This is an optimization exercise on Yosys and OpenROAD, whose aim is small area, a short achievable clock period and few clock cycles per item, not a production implementation. Where RTL was checked, it was by simulation tests only, not by an equivalence proof against the original. For run 2, only the layout was checked, not whether the RTL still works. Power is estimated from default activity; no workload was simulated.

## flow/config.mk

```make
export PLATFORM = sky130hd
export DESIGN_NAME = ladder_byte
export DESIGN_NICKNAME = ladder_byte
export VERILOG_FILES = /design/flow/design.v
export SDC_FILE = /design/flow/constraint.sdc
export NUM_CORES = 4
export LEC_CHECK = 0
export CAP_MARGIN = 20
export CORE_MARGIN = 2
export CORE_UTILIZATION = 25
export PLACE_DENSITY = 0.45
export SLEW_MARGIN = 20
```

## flow/design.v

```verilog
module ladder_clause (
    input  wire [7:0] b,        
    input  wire [7:0] mask,
    input  wire [7:0] val,
    input  wire       kind,     
    input  wire       inv,
    output wire       sat
);
    wire [7:0] x  = b & mask;
    wire [7:0] e0 = ~(x ^ val);         
    wire [7:0] l0 = ~x & val;           
    wire [3:0] e1, l1;
    wire [1:0] e2, l2;
    genvar i;
    generate
        for (i = 0; i < 4; i = i + 1) begin : g_l1
            assign e1[i] = e0[2*i+1] & e0[2*i];
            assign l1[i] = l0[2*i+1] | (e0[2*i+1] & l0[2*i]);
        end
        for (i = 0; i < 2; i = i + 1) begin : g_l2
            assign e2[i] = e1[2*i+1] & e1[2*i];
            assign l2[i] = l1[2*i+1] | (e1[2*i+1] & l1[2*i]);
        end
    endgenerate
    wire eq = e2[1] & e2[0];
    wire lt = l2[1] | (e2[1] & l2[0]);
    assign sat = inv ^ (kind ? lt : eq);
endmodule
module ladder_rung_sum (
    input  wire [7:0]  g,         
    input  wire [63:0] wf,        
    output wire [10:0] s,         
    output wire [10:0] k
);
    wire [10:0] u [0:7];
    genvar c;
    generate
        for (c = 0; c < 8; c = c + 1) begin : g_u
            assign u[c] = {3'd0, ~g[c] | wf[8*c+7], {7{g[c]}} & wf[8*c +: 7]};
        end
    endgenerate
    function [21:0] csa;    
        input [10:0] a, b2, c2;
        reg [10:0] x, y;
        begin
            x = a ^ b2 ^ c2;
            y = (a & b2) | (a & c2) | (b2 & c2);
            csa = {y[9:0], 1'b0, x};
        end
    endfunction
    wire [21:0] l1a = csa(u[0], u[1], u[2]);
    wire [21:0] l1b = csa(u[3], u[4], u[5]);
    wire [21:0] l2a = csa(l1a[10:0], l1a[21:11], l1b[10:0]);
    wire [21:0] l2b = csa(l1b[21:11], u[6], u[7]);
    wire [21:0] l3  = csa(l2a[10:0], l2a[21:11], l2b[10:0]);
    wire [21:0] l4  = csa(l3[10:0], l3[21:11], l2b[21:11]);
    assign s = l4[10:0];
    assign k = l4[21:11];
endmodule
module ladder_rung_band (
    input  wire [10:0] s,
    input  wire [10:0] k,
    input  wire [10:0] lo_u,
    input  wire [10:0] hi_u,
    input  wire        hi_all,    
    output wire [1:0]  verdict    
);
    function carry11;
        input [10:0] a, b;
        input        cin;
        reg [11:0] gg, pp;
        integer i, d;
        begin
            gg = {a & b, cin};
            pp = {a | b, 1'b0};
            for (d = 1; d < 12; d = d * 2)
                for (i = 11; i >= d; i = i - 1) begin
                    gg[i] = gg[i] | (pp[i] & gg[i-d]);
                    pp[i] = pp[i] & pp[i-d];
                end
            carry11 = gg[11];
        end
    endfunction
    wire [10:0] nl  = ~lo_u;
    wire [10:0] lx  = s ^ k ^ nl;
    wire [10:0] ly  = (s & k) | (s & nl) | (k & nl);
    wire        ge_lo = ly[10] ^ carry11(lx, {ly[9:0], 1'b0}, 1'b1);
    wire [10:0] nh  = ~hi_u;
    wire [10:0] hx  = s ^ k ^ nh;
    wire [10:0] hy  = (s & k) | (s & nh) | (k & nh);
    wire        gt_hi = hy[10] ^ carry11(hx, {hy[9:0], 1'b0}, 1'b0);
    assign verdict = !ge_lo ? 2'b00 : (gt_hi || hi_all) ? 2'b01 : 2'b10;
endmodule
module ladder_byte (
    input  wire         clk,
    input  wire         rst,           
    input  wire         cfg_valid,
    input  wire [1:0]   cfg_rung,
    input  wire [5:0]   cfg_field,
    input  wire [2:0]   cfg_clause,
    input  wire [63:0]  cfg_data,
    output reg          cfg_done,
    output reg  [1:0]   cfg_status,    
    input  wire         row_valid,
    output reg          row_ready,
    input  wire [255:0] row_data,
    input  wire [31:0]  row_tag,
    output reg          out_valid,
    input  wire         out_ready,
    output reg  [1:0]   out_verdict,   
    output reg  [1:0]   out_rung,
    output reg  [31:0]  out_tag
);
    localparam [5:0] F_BAND = 6'd0, F_CLAUSE = 6'd10, F_NCLAUSE = 6'd11, F_RUNGS = 6'd19;
    localparam [1:0] ST_DONE = 2'd0, ST_RANGE = 2'd1, ST_REFUSED = 2'd3;
    reg  [1:0]  top;                  
    reg  [7:0]  active  [0:3];
    reg  [10:0] lo_u    [0:3];
    reg  [10:0] hi_u    [0:3];
    reg         hi_all  [0:3];
    reg  [2:0]  phase;                
    reg  [30:0] slot [0:31];
    reg         w_valid;
    reg  [1:0]  w_rung;
    reg  [2:0]  w_clause;
    reg         w_band, w_clause_f, w_ncl, w_rungs;    
    reg  [39:0] w_data;
    reg         w_z63_40, w_z63_32, w_z63_4, w_z63_3;   
    always @(posedge clk) begin
        if (cfg_valid) begin
            w_rung     <= cfg_rung;
            w_clause   <= cfg_clause;
            w_band     <= (cfg_field == F_BAND);
            w_clause_f <= (cfg_field == F_CLAUSE);
            w_ncl      <= (cfg_field == F_NCLAUSE);
            w_rungs    <= (cfg_field == F_RUNGS);
            w_data     <= cfg_data[39:0];
            w_z63_40   <= (cfg_data[63:40] == 24'd0);
            w_z63_32   <= (cfg_data[63:32] == 32'd0) ;
            w_z63_4    <= (cfg_data[63:4] == 60'd0);
            w_z63_3    <= (cfg_data[63:3] == 61'd0);
        end
    end
    wire signed [16:0] new_lo = {w_data[15], w_data[15:0]};
    wire signed [16:0] new_hi = {w_data[31], w_data[31:16]};
    wire [2:0] new_op = w_data[12:10];
    wire rung_bad = (w_rung > top);
    reg [1:0] status;
    always @(*) begin
        status = ST_DONE;
        if (w_band) begin
            if (rung_bad)
                status = ST_REFUSED;
            else if (!w_z63_32 || new_lo > new_hi + 17'sd1)
                status = ST_RANGE;
        end else if (w_clause_f) begin
            if (rung_bad)
                status = ST_REFUSED;
            else if (!w_z63_40 || w_data[15:13] != 3'd0 || w_data[9:5] != 5'd0 ||
                     (new_op[2:1] == 2'b11 && w_data[31:24] != 8'd0))
                status = ST_RANGE;
        end else if (w_ncl) begin
            if (rung_bad)
                status = ST_REFUSED;
            else if (!w_z63_4 || (w_data[3] && w_data[2:0] != 3'd0))
                status = ST_RANGE;
        end else if (w_rungs) begin
            if (w_rung != 2'd0)
                status = ST_REFUSED;
            else if (!w_z63_3 || w_data[2:0] == 3'd0 || (w_data[2] && w_data[1:0] != 2'd0))
                status = ST_RANGE;
        end else
            status = ST_REFUSED;
    end
    wire [10:0] new_lo_u = (new_lo < -17'sd1024) ? 11'd0 :
                           (new_lo >  17'sd1017) ? 11'd2041 : {~new_lo[10], new_lo[9:0]};
    wire        new_hi_all = (new_hi < -17'sd1024);
    wire [10:0] new_hi_u = (new_hi < -17'sd1024) ? 11'd0 :
                           (new_hi >  17'sd1016) ? 11'd2040 : {~new_hi[10], new_hi[9:0]};
    wire [7:0] new_value = w_data[31:24];
    wire [7:0] new_mask  = w_data[23:16];
    wire       new_kind  = (new_op[2:1] == 2'b01) || (new_op[2:1] == 2'b10);
    wire       new_inv   = (new_op == 3'd1) || (new_op == 3'd4) || (new_op == 3'd5) || (new_op == 3'd6);
    wire       new_plus1 = (new_op == 3'd3) || (new_op == 3'd4);
    wire       new_const = new_plus1 && (new_value == 8'hFF);
    wire [7:0] new_cmp   = (new_op == 3'd7) ? new_mask :
                           new_const ? 8'd0 :
                           new_plus1 ? new_value + 8'd1 : new_value;
    wire [30:0] new_slot = {w_data[39:32] ^ 8'h80, new_inv, new_kind && !new_const, new_cmp,
                            new_const ? 8'd0 : new_mask, w_data[4:0]};
    wire [7:0]  new_therm  = ~(8'hFF << w_data[3:0]);
    wire [2:0]  new_turn   = phase + 3'd1;
    wire [15:0] new_twice  = {new_therm, new_therm} << new_turn;
    wire [7:0]  new_active = new_twice[15:8];
    reg        w_chk;
    reg [1:0]  w_status;
    wire w_ok    = (w_status == ST_DONE);
    wire w_slot  = w_clause_f && w_ok;
    wire w_hit   = w_chk && w_slot && (w_clause + phase == 3'd7);
    wire w_end   = w_chk && (!w_slot || w_hit);
    always @(posedge clk)
        if (w_valid && !w_chk)
            w_status <= status;
    integer r;
    always @(posedge clk) begin
        if (rst) begin
            top        <= 2'd0;
            cfg_done   <= 1'b0;
            cfg_status <= ST_DONE;
            w_valid    <= 1'b0;
            w_chk      <= 1'b0;
            phase      <= 3'd0;
            for (r = 0; r < 4; r = r + 1) begin
                active[r]  <= 8'd0;
                lo_u[r]    <= 11'd1024;
                hi_u[r]    <= 11'd1024;
                hi_all[r]  <= 1'b0;
            end
        end else begin
            phase    <= phase + 3'd1;
            for (r = 0; r < 4; r = r + 1)
                active[r] <= (w_chk && w_ok && w_ncl && w_rung == r) ? new_active
                                                                   : {active[r][6:0], active[r][7]};
            cfg_done <= w_end;
            if (w_end)
                cfg_status <= w_status;
            if (cfg_valid)
                w_valid <= 1'b1;
            else if (w_end)
                w_valid <= 1'b0;
            if (w_valid && !w_chk)
                w_chk <= 1'b1;
            else if (w_end)
                w_chk <= 1'b0;
            if (w_chk && !w_slot && w_ok) begin
                if (w_band) begin
                    lo_u[w_rung]   <= new_lo_u;
                    hi_u[w_rung]   <= new_hi_u;
                    hi_all[w_rung] <= new_hi_all;
                end
                if (w_rungs)
                    top <= w_data[1:0] - 2'd1;
            end
        end
    end
    integer q, p;
    always @(posedge clk) begin
        for (q = 0; q < 4; q = q + 1) begin
            for (p = 1; p < 8; p = p + 1)
                slot[8*q + p] <= slot[8*q + p - 1];
            slot[8*q] <= (w_hit && w_rung == q) ? new_slot : slot[8*q + 7];
        end
    end
    wire       accept = row_valid && row_ready;
    reg        s1_valid;
    reg [7:0]  s1_byte [0:31];
    reg [31:0] s1_tag;
    reg [7:0] pick [0:31];
    integer k;
    always @(*)
        for (k = 0; k < 32; k = k + 1)
            pick[k] = row_data[slot[k][4:0]*8 +: 8];
    always @(posedge clk) begin
        for (k = 0; k < 32; k = k + 1)
            s1_byte[(k & 24) | ((k + 1) & 7)] <= pick[k];
        s1_tag <= row_tag;
    end
    wire [31:0] sat;
    genvar gc;
    generate
        for (gc = 0; gc < 32; gc = gc + 1) begin : g_clause
            ladder_clause u_clause (
                .b    (s1_byte[gc]),
                .mask (slot[gc][12:5]),
                .val  (slot[gc][20:13]),
                .kind (slot[gc][21]),
                .inv  (slot[gc][22]),
                .sat  (sat[gc])
            );
        end
    endgenerate
    reg        s2_valid;
    reg [31:0] s2_tag;
    reg [10:0] s2_s [0:3];
    reg [10:0] s2_k [0:3];
    genvar gr, gi;
    generate
        for (gr = 0; gr < 4; gr = gr + 1) begin : g_rung
            wire [63:0] wf;
            wire [10:0] rs, rk;
            for (gi = 0; gi < 8; gi = gi + 1) begin : g_i
                assign wf[8*gi +: 8] = slot[8*gr + gi][30:23];
            end
            ladder_rung_sum u_sum (
                .g  (sat[8*gr +: 8] & active[gr]),
                .wf (wf),
                .s  (rs),
                .k  (rk)
            );
            always @(posedge clk) begin
                s2_s[gr] <= rs;
                s2_k[gr] <= rk;
            end
        end
    endgenerate
    always @(posedge clk)
        s2_tag <= s1_tag;
    wire [1:0] rung_verdict [0:3];
    generate
        for (gr = 0; gr < 4; gr = gr + 1) begin : g_band
            ladder_rung_band u_band (
                .s       (s2_s[gr]),
                .k       (s2_k[gr]),
                .lo_u    (lo_u[gr]),
                .hi_u    (hi_u[gr]),
                .hi_all  (hi_all[gr]),
                .verdict (rung_verdict[gr])
            );
        end
    endgenerate
    reg [1:0] res_verdict;
    reg [1:0] res_rung;
    always @(*) begin
        if (!rung_verdict[0][1] || top == 2'd0) begin
            res_verdict = rung_verdict[0]; res_rung = 2'd0;
        end else if (!rung_verdict[1][1] || top == 2'd1) begin
            res_verdict = rung_verdict[1]; res_rung = 2'd1;
        end else if (!rung_verdict[2][1] || top == 2'd2) begin
            res_verdict = rung_verdict[2]; res_rung = 2'd2;
        end else begin
            res_verdict = rung_verdict[3]; res_rung = 2'd3;
        end
    end
    wire [35:0] item = {res_verdict, res_rung, s2_tag};
    reg  [3:1]  qv;
    reg  [35:0] qe [1:3];
    wire [35:0] e0 = {out_verdict, out_rung, out_tag};
    wire h_keep = out_valid && !out_ready;
    wire [3:0] v_all  = {qv, out_valid};
    wire [3:0] v_keep = v_all | ({4{s2_valid}} & {v_all[2:0], 1'b1});
    wire [3:0] v_move = {1'b0, qv} | ({4{s2_valid}} & {v_all[3:1], 1'b1});
    wire [3:0] v_next = h_keep ? v_keep : v_move;
    wire room = !(s1_valid ? (accept ? v_next[1] : v_next[2]) : (accept ? v_next[2] : v_next[3]));
    always @(posedge clk) begin
        if (rst) begin
            s1_valid  <= 1'b0;
            s2_valid  <= 1'b0;
            out_valid <= 1'b0;
            qv        <= 3'd0;
            row_ready <= 1'b0;
        end else begin
            s1_valid  <= accept;
            s2_valid  <= s1_valid;
            out_valid <= v_next[0];
            qv        <= v_next[3:1];
            row_ready <= room;
        end
    end
    always @(posedge clk) begin
        if (h_keep) begin
            qe[1] <= qv[1] ? qe[1] : item;
            qe[2] <= qv[2] ? qe[2] : item;
            qe[3] <= qv[3] ? qe[3] : item;
        end else begin
            {out_verdict, out_rung, out_tag} <= qv[1] ? qe[1] : item;
            qe[1] <= qv[2] ? qe[2] : item;
            qe[2] <= qv[3] ? qe[3] : item;
            qe[3] <= item;
        end
    end
endmodule
```

## flow/standard.sh

```bash
#!/bin/bash
# synth_recipe.tcl (not shown) runs the flow's synth.tcl, then flattens the netlist and writes it again
# the make line also repeats each setting of config.mk as NAME=value (left out here)
make -C /OpenROAD-flow-scripts/flow DESIGN_CONFIG=/design/flow/config.mk WORK_HOME=/design/flow/orfs CLKGATE_MAP_FILE= SYNTH_SCRIPT=/design/flow/synth_recipe.tcl "${@:-finish}"
```

## flow/flow/run.sh

```bash
#!/bin/bash
# Layout: the standard ORFS flow (standard.sh), unchanged in its steps and
# constraints. Changes, all ORFS knobs:
#  - SETUP_SLACK_MARGIN: the margin ORFS's repair_timing aims for, so that the
#    resizer works the paths down towards the period the design can reach
#    instead of stopping once they fit the design's clock period;
#  - BUFFER_PORTS_ARGS: the port buffers (still one on every input and
#    output) are buf_2 cells rather than the default delay-type buffers.
set -o pipefail
bash standard.sh SETUP_SLACK_MARGIN=${MARGIN:-12.8} \
    "BUFFER_PORTS_ARGS=-buffer_cell sky130_fd_sc_hd__buf_2" finish > standard_make.log 2>&1
status=$?
tail -n 40 standard_make.log
exit $status
```

## flow/constraint.sdc

```tcl
create_clock -name core_clock -period 18.0 [get_ports {clk}]
set_input_delay 3.6000 -clock core_clock [delete_from_list [all_inputs] [get_ports {clk}]]
set_output_delay 3.6000 -clock core_clock [all_outputs]
set_load 0.01 [all_outputs]
```

==> results of run 1 <==
## timing repair
action / CTS / global route
pin swaps: 3 / 2
endpoints found under the setup margin: 115 / 52
gates resized for setup: 55 / 31
setup buffers: 6 / 1
## placed cells by master (no fill, tap or decap), types with 29 or more instances in the layout
| cell type | n |
|---|---|
| a21oi_1 | 93 |
| nor2_1 | 220 |
| o21ai_0 | 176 |
| a21o_1 | 145 |
| xnor2_1 | 39 |
| mux2i_1 | 49 |
| nand4_1 | 73 |
| nand3_1 | 41 |
| ha_1 | 308 |
| clkbuf_1 | 38 |
| buf_4 | 147 |
| mux2_2 | 290 |
| fa_1 | 249 |
| dfxtp_4 | 69 |
| nand2b_1 | 31 |
| buf_2 | 404 |
| diode_2 | 298 |
| nor2b_1 | 39 |
| nor3_1 | 34 |
| dfxtp_2 | 89 |
| edfxtp_1 | 183 |
| clkbuf_8 | 31 |
| mux4_2 | 2560 |
| clkbuf_16 | 214 |
| nand2_1 | 885 |
| dfxtp_1 | 1383 |
| inv_1 | 298 |
| maj3_1 | 29 |
| o22ai_1 | 39 |
## path summary, 6_finish.rpt
path,startpoint,endpoint,slack [ns],depth (start not counted)
max reg2reg,s1_byte[19][5],s2_s[2][1],12.76,17
max,s1_byte[19][5],s2_s[2][1],12.76,17
min,slot[0][23],slot[1][23],0.29,0
min reg2reg,slot[0][23],slot[1][23],0.29,0
## final cells by class
type,instances,area [µm²],share of cell area [%]
antenna,298,746,0.537
tap,6655,8330,6.00
timing repair buffer,562,3300,2.38
clock inverter,96,1220,0.877
clock buffer,285,5940,4.28
multi-input combinational,5608,81500,58.7
sequential,1724,36700,26.4
inverter,299,1120,0.808
## layer usage
metal  share of wire [%]  global-route usage [%]  up-vias
li1                    -                       -    34600
met1                  34                    27.2    50200
met2                  41                    34.7     8583
met3                  16                    13.8     2168
met4                 8.7                    17.1      146
met5                0.18                    1.58        -
## per-stage QoR
step,total power [W],setup WS (ns)
6_report,0.00989,12.76
5_1_grt,0.0101,12.76
4_1_cts,0.00990,12.73
3_5_place_dp,0.00542,11.46
3_3_place_gp,0.00540,11.58
2_1_floorplan,0.00486,12.81
## power groups by stage
stage	logic (W)	clock network (W)	registers (W)
global route	0.00132	0.00470	0.00410
finish	0.00132	0.00447	0.00410
floorplan	0.000772	0	0.00408
global placement	0.00122	0	0.00418
CTS	0.00125	0.00456	0.00409
detailed placement	0.00125	0	0.00418
## registers in the layout (all words and copies together), names as in the netlist, 4 cells and up
| name | count |
|---|---|
| s1_byte | 256 |
| qe | 108 |
| s2_s | 40 |
| w_data | 40 |
| active | 32 |
| slot | 992 |
| hi_all | 4 |
| s2_k | 32 |
| s1_tag | 32 |
| lo_u | 44 |
| hi_u | 44 |
| out_tag | 32 |
| s2_tag | 32 |
## kinds of logic after synthesis
logic type	after synthesis	share of synthesized area, %
DFF	1724	29.2
adders and majority gates	590	7.37
muxes	2899	49.4
and+or+nand+nor	1461	5.12
buffers and inverters	1791	5.46
AOI/OAI and AO/OA	609	3.13
xor gates and xnor gates	49	0.345
==> out/results.tsv, run 1 <==
stage	metric	value	unit
power_and_ir_drop	switchingPower	0.00283	W
power_and_ir_drop	comb_power_share	13.3	%
routing	wl	632	mm
power_and_ir_drop	p_int	0.00706	W
sta	rsz0062_at_grt	yes	
critical_path	cp_data_arrival_time	6.04	ns
routing	dr.pass1.iters	8	
synth	ys_warn_count	17	
routing	drtIter0Drc	13800	
sta	finalSetupViolCount	0	
routing	route.detailed.drc	0	
place	dp_hpwl	409	mm
critical_path	path_buf_inv	3	
critical_path	slowest_delay	0.75	ns
layout	drive_above_1_share	46.5	%
sta	fin_crit_sh	29.1	%
clocking	cts_max_level	4	
die	dieWidth	709	µm
power_and_ir_drop	p_leak	44.3	nW
sta	skew	0.112	ns
sta	relSlewSlack	6.57	%
synth	yosysTopAreaCell	mux4_2	
synth	ys_seq_area_share	29.2	%
place	place_area	131000	µm²
die	io-pin-count	409	
synth	syn_inst	9123	
routing	wl_per_cell	40.7	µm
critical_path	cpMostUsedCell	fa_1	
die	rows	259	
synth	synth_top_cell_area_share	46.3	%
power_and_ir_drop	power_frac_clock	45.2	%
routing	via_count	95700	
clocking	clk_path_buf_depth	4	
sta	final_hold_viol_count	0	
clocking	cts-root-buf	clkbuf_16	
critical_path	crit_path_end_kind	register	
worst_hold_path	hp-class	reg -> reg	
layout	n_fill_cell	50200	
job	drv_cap	0	
power_and_ir_drop	power_per_cell_area	71.2	nW/µm²
synth	synth_cell_types	78	
power_and_ir_drop	pwr-share-seq	41.4	%
die	dieArea	503000	µm²
clocking	clk_pin_slew	0.07	ns
global_routing	overflow	0	
synth	syn_area_per_cell	13.6	µm²
place	portBuffers	408	
layout	design_area	139000	µm²
synth	synth_fp_nets	10000	
global_routing	antenna_found_initial	257	
synth	synth_seq_cells	1724	
power_and_ir_drop	irDropWorstVdd	0.0000856	V
place	gp_congestion	0.972	
sta	max_freq	0.191	GHz
layout	area_growth	11.6	%
critical_path	critical_path.cell_chain	nand2_1 -> ha_1 -> a21o_1 -> a21o_1 -> a21oi_1 -> o21ai_0 -> a21oi_2 -> xnor2_1 -> and2_2 -> nand2_1 -> fa_1 -> inv_1 -> fa_1 -> inv_1 -> fa_1 -> inv_1 -> fa_1	
synth	yosysMostFrequentCell	mux4_2	
critical_path	slowest_stage	dfxtp_1	
synth	synth_edf_count	183	
layout	postLayoutCoreUtil	28.0	%
synth	ys.flop_type	dfxtp_1	
critical_path	cp_max_fo	8	
routing	via_per_inst	6.16	
clocking	cts_hold_buf	0	
sta	post-route-min-period	5.24	ns
die	initial_core_util	25.1	%
sta	tightest_slew	1.40	ns
clocking	clk_latency	0.97	ns
global_routing	grt_pass1_vias	93700	
global_routing	grt_pass1_wl	842	mm
global_routing	grt_start_max_net_pins	84	
layout	finalNetCount	9327	
critical_path	worstPathRequired	18.80	ns
layout	instances_no_fill	15500	
global_routing	grt.total_usage	24.4	%
die	chipHeight	709	µm
routing	antenna_left	0	
synth	syn_area	124000	µm²
die	coreArea	496000	µm²
status	status	timing/DRC/antenna clean	
clocking	cts_tree	yes	
critical_path	path_delay_family	adder cells	
synth	ys_top_cells_by_count	mux4_2 (2560), dfxtp_1 (1541), clkbuf_1 (1138)	
synth	yosys-top-cells-area	mux4_2 (46%), dfxtp_1 (25%), edfxtp_1 (4.4%)	
critical_path	path_class	reg -> reg	
clocking	cts_sinks	1724	
synth	ys_async_sr_fraction	0	%
place	place_inst	14800	
clocking	cts_buffers	207	
sta	final_max_slew_viol_count	0	
power_and_ir_drop	swShare	28.6	%
critical_path	start_kind	register	
sta	holdWs	0.286	ns
sta	tns	0	ns
Testbench counts, summed over its fixed seeds: cycles 19,392, items 19,200.
==> run 2: changes to the inputs <==
--- a/flow/design.v
+++ b/flow/design.v
@@ -4,2 +4,3 @@
     input  wire [7:0] val,
+    input  wire       v8,       
     input  wire       kind,     
@@ -25,3 +26,3 @@
     wire eq = e2[1] & e2[0];
-    wire lt = l2[1] | (e2[1] & l2[0]);
+    wire lt = v8 | l2[1] | (e2[1] & l2[0]);
     assign sat = inv ^ (kind ? lt : eq);
@@ -116,3 +117,3 @@
     reg  [1:0]  top;                  
-    reg  [7:0]  active  [0:3];
+    reg  [3:0]  nclause [0:3];
     reg  [10:0] lo_u    [0:3];
@@ -121,3 +122,3 @@
     reg  [2:0]  phase;                
-    reg  [30:0] slot [0:31];
+    reg  [31:0] slot [0:31];
     reg         w_valid;
@@ -174,2 +175,3 @@
     end
+    wire w_ok = (status == ST_DONE);
     wire [10:0] new_lo_u = (new_lo < -17'sd1024) ? 11'd0 :
@@ -184,21 +186,9 @@
     wire       new_plus1 = (new_op == 3'd3) || (new_op == 3'd4);
-    wire       new_const = new_plus1 && (new_value == 8'hFF);
-    wire [7:0] new_cmp   = (new_op == 3'd7) ? new_mask :
-                           new_const ? 8'd0 :
-                           new_plus1 ? new_value + 8'd1 : new_value;
-    wire [30:0] new_slot = {w_data[39:32] ^ 8'h80, new_inv, new_kind && !new_const, new_cmp,
-                            new_const ? 8'd0 : new_mask, w_data[4:0]};
-    wire [7:0]  new_therm  = ~(8'hFF << w_data[3:0]);
-    wire [2:0]  new_turn   = phase + 3'd1;
-    wire [15:0] new_twice  = {new_therm, new_therm} << new_turn;
-    wire [7:0]  new_active = new_twice[15:8];
-    reg        w_chk;
-    reg [1:0]  w_status;
-    wire w_ok    = (w_status == ST_DONE);
+    wire [8:0] new_cmp   = (new_op == 3'd7) ? {1'b0, new_mask} :
+                           new_plus1 ? {1'b0, new_value} + 9'd1 : {1'b0, new_value};
+    wire [31:0] new_slot = {w_data[39:32] ^ 8'h80, new_inv, new_kind, new_cmp,
+                            new_mask, w_data[4:0]};
     wire w_slot  = w_clause_f && w_ok;
-    wire w_hit   = w_chk && w_slot && (w_clause + phase == 3'd7);
-    wire w_end   = w_chk && (!w_slot || w_hit);
-    always @(posedge clk)
-        if (w_valid && !w_chk)
-            w_status <= status;
+    wire w_hit   = w_valid && w_slot && (w_clause + phase == 3'd7);
+    wire w_end   = w_valid && (!w_slot || w_hit);
     integer r;
@@ -210,6 +200,5 @@
             w_valid    <= 1'b0;
-            w_chk      <= 1'b0;
             phase      <= 3'd0;
             for (r = 0; r < 4; r = r + 1) begin
-                active[r]  <= 8'd0;
+                nclause[r] <= 4'd0;
                 lo_u[r]    <= 11'd1024;
@@ -220,8 +209,5 @@
             phase    <= phase + 3'd1;
-            for (r = 0; r < 4; r = r + 1)
-                active[r] <= (w_chk && w_ok && w_ncl && w_rung == r) ? new_active
-                                                                   : {active[r][6:0], active[r][7]};
             cfg_done <= w_end;
             if (w_end)
-                cfg_status <= w_status;
+                cfg_status <= status;
             if (cfg_valid)
@@ -230,7 +216,3 @@
                 w_valid <= 1'b0;
-            if (w_valid && !w_chk)
-                w_chk <= 1'b1;
-            else if (w_end)
-                w_chk <= 1'b0;
-            if (w_chk && !w_slot && w_ok) begin
+            if (w_valid && !w_slot && w_ok) begin
                 if (w_band) begin
@@ -240,2 +222,4 @@
                 end
+                if (w_ncl)
+                    nclause[w_rung] <= w_data[3:0];
                 if (w_rungs)
@@ -255,13 +239,12 @@
     reg        s1_valid;
-    reg [7:0]  s1_byte [0:31];
+    reg [31:0] s1_sat;
     reg [31:0] s1_tag;
     reg [7:0] pick [0:31];
-    integer k;
-    always @(*)
-        for (k = 0; k < 32; k = k + 1)
-            pick[k] = row_data[slot[k][4:0]*8 +: 8];
-    always @(posedge clk) begin
-        for (k = 0; k < 32; k = k + 1)
-            s1_byte[(k & 24) | ((k + 1) & 7)] <= pick[k];
-        s1_tag <= row_tag;
+    integer k, j;
+    always @(*) begin
+        for (k = 0; k < 32; k = k + 1) begin
+            pick[k] = 8'd0;
+            for (j = 0; j < 32; j = j + 1)
+                pick[k] = pick[k] | ({8{slot[k][4:0] == j}} & row_data[8*j +: 8]);
+        end
     end
@@ -272,7 +255,8 @@
             ladder_clause u_clause (
-                .b    (s1_byte[gc]),
+                .b    (pick[gc]),
                 .mask (slot[gc][12:5]),
                 .val  (slot[gc][20:13]),
-                .kind (slot[gc][21]),
-                .inv  (slot[gc][22]),
+                .v8   (slot[gc][21]),
+                .kind (slot[gc][22]),
+                .inv  (slot[gc][23]),
                 .sat  (sat[gc])
@@ -281,6 +265,8 @@
     endgenerate
-    reg        s2_valid;
-    reg [31:0] s2_tag;
-    reg [10:0] s2_s [0:3];
-    reg [10:0] s2_k [0:3];
+    always @(posedge clk) begin
+        for (k = 0; k < 32; k = k + 1)
+            s1_sat[(k & 24) | ((k + 1) & 7)] <= sat[k];
+        s1_tag <= row_tag;
+    end
+    wire [1:0] rung_verdict [0:3];
     genvar gr, gi;
@@ -288,2 +274,3 @@
         for (gr = 0; gr < 4; gr = gr + 1) begin : g_rung
+            wire [7:0]  act;
             wire [63:0] wf;
@@ -291,6 +278,8 @@
             for (gi = 0; gi < 8; gi = gi + 1) begin : g_i
-                assign wf[8*gi +: 8] = slot[8*gr + gi][30:23];
+                wire [2:0] idx = gi[2:0] - phase;      
+                assign act[gi] = ({1'b0, idx} < nclause[gr]);
+                assign wf[8*gi +: 8] = slot[8*gr + gi][31:24];
             end
             ladder_rung_sum u_sum (
-                .g  (sat[8*gr +: 8] & active[gr]),
+                .g  (s1_sat[8*gr +: 8] & act),
                 .wf (wf),
@@ -299,16 +288,5 @@
             );
-            always @(posedge clk) begin
-                s2_s[gr] <= rs;
-                s2_k[gr] <= rk;
-            end
-        end
-    endgenerate
-    always @(posedge clk)
-        s2_tag <= s1_tag;
-    wire [1:0] rung_verdict [0:3];
-    generate
-        for (gr = 0; gr < 4; gr = gr + 1) begin : g_band
             ladder_rung_band u_band (
-                .s       (s2_s[gr]),
-                .k       (s2_k[gr]),
+                .s       (rs),
+                .k       (rk),
                 .lo_u    (lo_u[gr]),
@@ -333,12 +311,11 @@
     end
-    wire [35:0] item = {res_verdict, res_rung, s2_tag};
-    reg  [3:1]  qv;
-    reg  [35:0] qe [1:3];
-    wire [35:0] e0 = {out_verdict, out_rung, out_tag};
+    wire [35:0] item = {res_verdict, res_rung, s1_tag};
+    reg  [2:1]  qv;
+    reg  [35:0] qe [1:2];
     wire h_keep = out_valid && !out_ready;
-    wire [3:0] v_all  = {qv, out_valid};
-    wire [3:0] v_keep = v_all | ({4{s2_valid}} & {v_all[2:0], 1'b1});
-    wire [3:0] v_move = {1'b0, qv} | ({4{s2_valid}} & {v_all[3:1], 1'b1});
-    wire [3:0] v_next = h_keep ? v_keep : v_move;
-    wire room = !(s1_valid ? (accept ? v_next[1] : v_next[2]) : (accept ? v_next[2] : v_next[3]));
+    wire [2:0] v_all  = {qv, out_valid};
+    wire [2:0] v_keep = v_all | ({3{s1_valid}} & {v_all[1:0], 1'b1});
+    wire [2:0] v_move = {1'b0, qv} | ({3{s1_valid}} & {v_all[2:1], 1'b1});
+    wire [2:0] v_next = h_keep ? v_keep : v_move;
+    wire room = !(accept ? v_next[1] : v_next[2]);
     always @(posedge clk) begin
@@ -346,5 +323,4 @@
             s1_valid  <= 1'b0;
-            s2_valid  <= 1'b0;
             out_valid <= 1'b0;
-            qv        <= 3'd0;
+            qv        <= 2'd0;
             row_ready <= 1'b0;
@@ -352,5 +328,4 @@
             s1_valid  <= accept;
-            s2_valid  <= s1_valid;
             out_valid <= v_next[0];
-            qv        <= v_next[3:1];
+            qv        <= v_next[2:1];
             row_ready <= room;
@@ -362,3 +337,2 @@
             qe[2] <= qv[2] ? qe[2] : item;
-            qe[3] <= qv[3] ? qe[3] : item;
         end else begin
@@ -366,4 +340,3 @@
             qe[1] <= qv[2] ? qe[2] : item;
-            qe[2] <= qv[3] ? qe[3] : item;
-            qe[3] <= item;
+            qe[2] <= item;
         end
--- a/flow/flow/run.sh
+++ b/flow/flow/run.sh
@@ -9,3 +9,3 @@
 set -o pipefail
-bash standard.sh SETUP_SLACK_MARGIN=${MARGIN:-12.8} \
+bash standard.sh SETUP_SLACK_MARGIN=${MARGIN:-13} \
     "BUFFER_PORTS_ARGS=-buffer_cell sky130_fd_sc_hd__buf_2" finish > standard_make.log 2>&1
--- a/flow/config.mk
+++ b/flow/config.mk
@@ -9,4 +9,4 @@
 export CORE_MARGIN = 2
-export CORE_UTILIZATION = 25
-export PLACE_DENSITY = 0.45
+export CORE_UTILIZATION = 40
+export PLACE_DENSITY = 0.6
 export SLEW_MARGIN = 20
==> out/results.tsv, run 2 <==
stage	metric	value	unit	change
place	place_inst	15300		+3.2%
synth	ys_top_cells_by_count	a22oi_1 (2317), nor2_1 (1260), dfxtp_1 (1174)		
synth	synth_top_cell_area_share	23.1	%	-23 points
place	gp_congestion	1.33		+37%
place	dp_hpwl	633	mm	+55%
die	dieWidth	508	µm	-28%
global_routing	grt.total_usage	93.4	%	
synth	ys_warn_count	9		-8
status	haltStage	5_1_grt		
die	rows	184		-29%
synth	synth_seq_cells	1371		-20%
clocking	cts_buffers	161		-22%
synth	yosys-top-cells-area	dfxtp_1 (23%), a22oi_1 (17%), a221oi_1 (7.7%)		
global_routing	grt_pass1_wl	1690	mm	
synth	synth_fp_nets	12900		+28%
global_routing	grt_start_max_net_pins	79		
place	place_area	110000	µm²	-16%
place	place_ws	10.01	ns	-1.45 ns
global_routing	grt_pass1_vias	162000		
clocking	cts-root-buf	clkbuf_16		
synth	ys_seq_area_share	29.0	%	-0.25 points
clocking	clk_path_buf_depth	3		-1
die	chipHeight	508	µm	-28%
place	portBuffers	408		unchanged
synth	syn_area	102000	µm²	-18%
die	initial_core_util	40.3	%	+15 points
synth	synth_cell_types	81		+3.8%
synth	ys.flop_type	dfxtp_1		
synth	synth_edf_count	197		+7.7%
status	status	aborted with a tool error		
synth	syn_inst	11900		+31%
clocking	cts_max_level	4		unchanged
status	tool.error	[ERROR GRT-0116] Global routing finished with congestion. Check the congestion regions in the DRC Viewer.		
synth	syn_area_per_cell	8.53	µm²	-37%
global_routing	overflow	8969		
clocking	cts_hold_buf	0		unchanged
die	io-pin-count	409		unchanged
synth	ys_async_sr_fraction	0	%	unchanged
synth	yosysMostFrequentCell	a22oi_1		
clocking	cts_sinks	1371		-20%
synth	yosysTopAreaCell	dfxtp_1		
## run 2: worst max path at each step
stage               startpoint              to  slack [ns]  cells past startpoint
global placement      phase[2]  out_verdict[0]       10.04                     23
CTS                   phase[1]  out_verdict[0]       11.09                     25
floorplan             phase[0]       qe[1][33]       11.80                     28
detailed placement    phase[2]  out_verdict[0]       10.01                     23
## run 2: kinds of logic after synthesis
| group | after synthesis | synth area share, % |
|---|---|---|
| xor+xnor | 56 | 0.483 |
| flops | 1371 | 29.0 |
| simple gates | 3389 | 16.2 |
| compound gates | 4914 | 38.0 |
| fa+ha+maj | 630 | 9.54 |
| buf+inv | 1412 | 5.29 |
| mux | 137 | 1.52 |
## run 2: repair_timing
item                                     CTS
endpoints found under the hold margin      0
resized for setup                       1957
endpoints found under the setup margin   242
cloned                                    37
pin swaps                                494
buffers inserted                         655
## run 2: per-stage QoR
step / hold slack (ns) / total power (W)
after CTS: 0.263 / 0.00948
after detailed placement: 0.328 / 0.00541
after global placement: 0.325 / 0.00539
after floorplan: 0.323 / 0.00412
## run 2: metal layers
metal | global-route usage (%) | overflow
met5 | 79.0 | 195
met1 | 93.4 | 1664
met3 | 88.0 | 1375
met2 | 101 | 3934
met4 | 89.2 | 1801
## run 2: power groups by stage
stage | clock [W] | combinational (W) | sequential, W
4_1_cts | 0.00366 | 0.00261 | 0.00321
3_5_place_dp | 0 | 0.00213 | 0.00328
3_3_place_gp | 0 | 0.00211 | 0.00328
2_1_floorplan | 0 | 0.000869 | 0.00325

[port drivers added, routing unchanged]
Ports are ideal in the flow. The routed layout listed here was re-timed in OpenROAD.
Step 1: set_driving_cell puts a clkbuf_16 on clk and a buf_2 on each other input, an assumption about the parent block.
Step 2, shift: input delay + t, output delay - t, t = (earliest + latest rising clock arrival at the registers) / 2. This alone moves slack from input paths to output paths.
a / b / c = ideal ports / drivers / drivers and shift; a / b = the first two.
run: run 1
t (ns): 1.020
setup WS [ns]: 12.755 / 12.749 / 11.994
clock arrival spread, ns: 0.123 / 0.123
slew at the worst register clock pin (ns): 0.08 / 0.08
After both steps run 1 still meets setup and hold. The setup slack of run 1 moves by -0.006 ns with the drivers and by -0.761 ns with both steps.
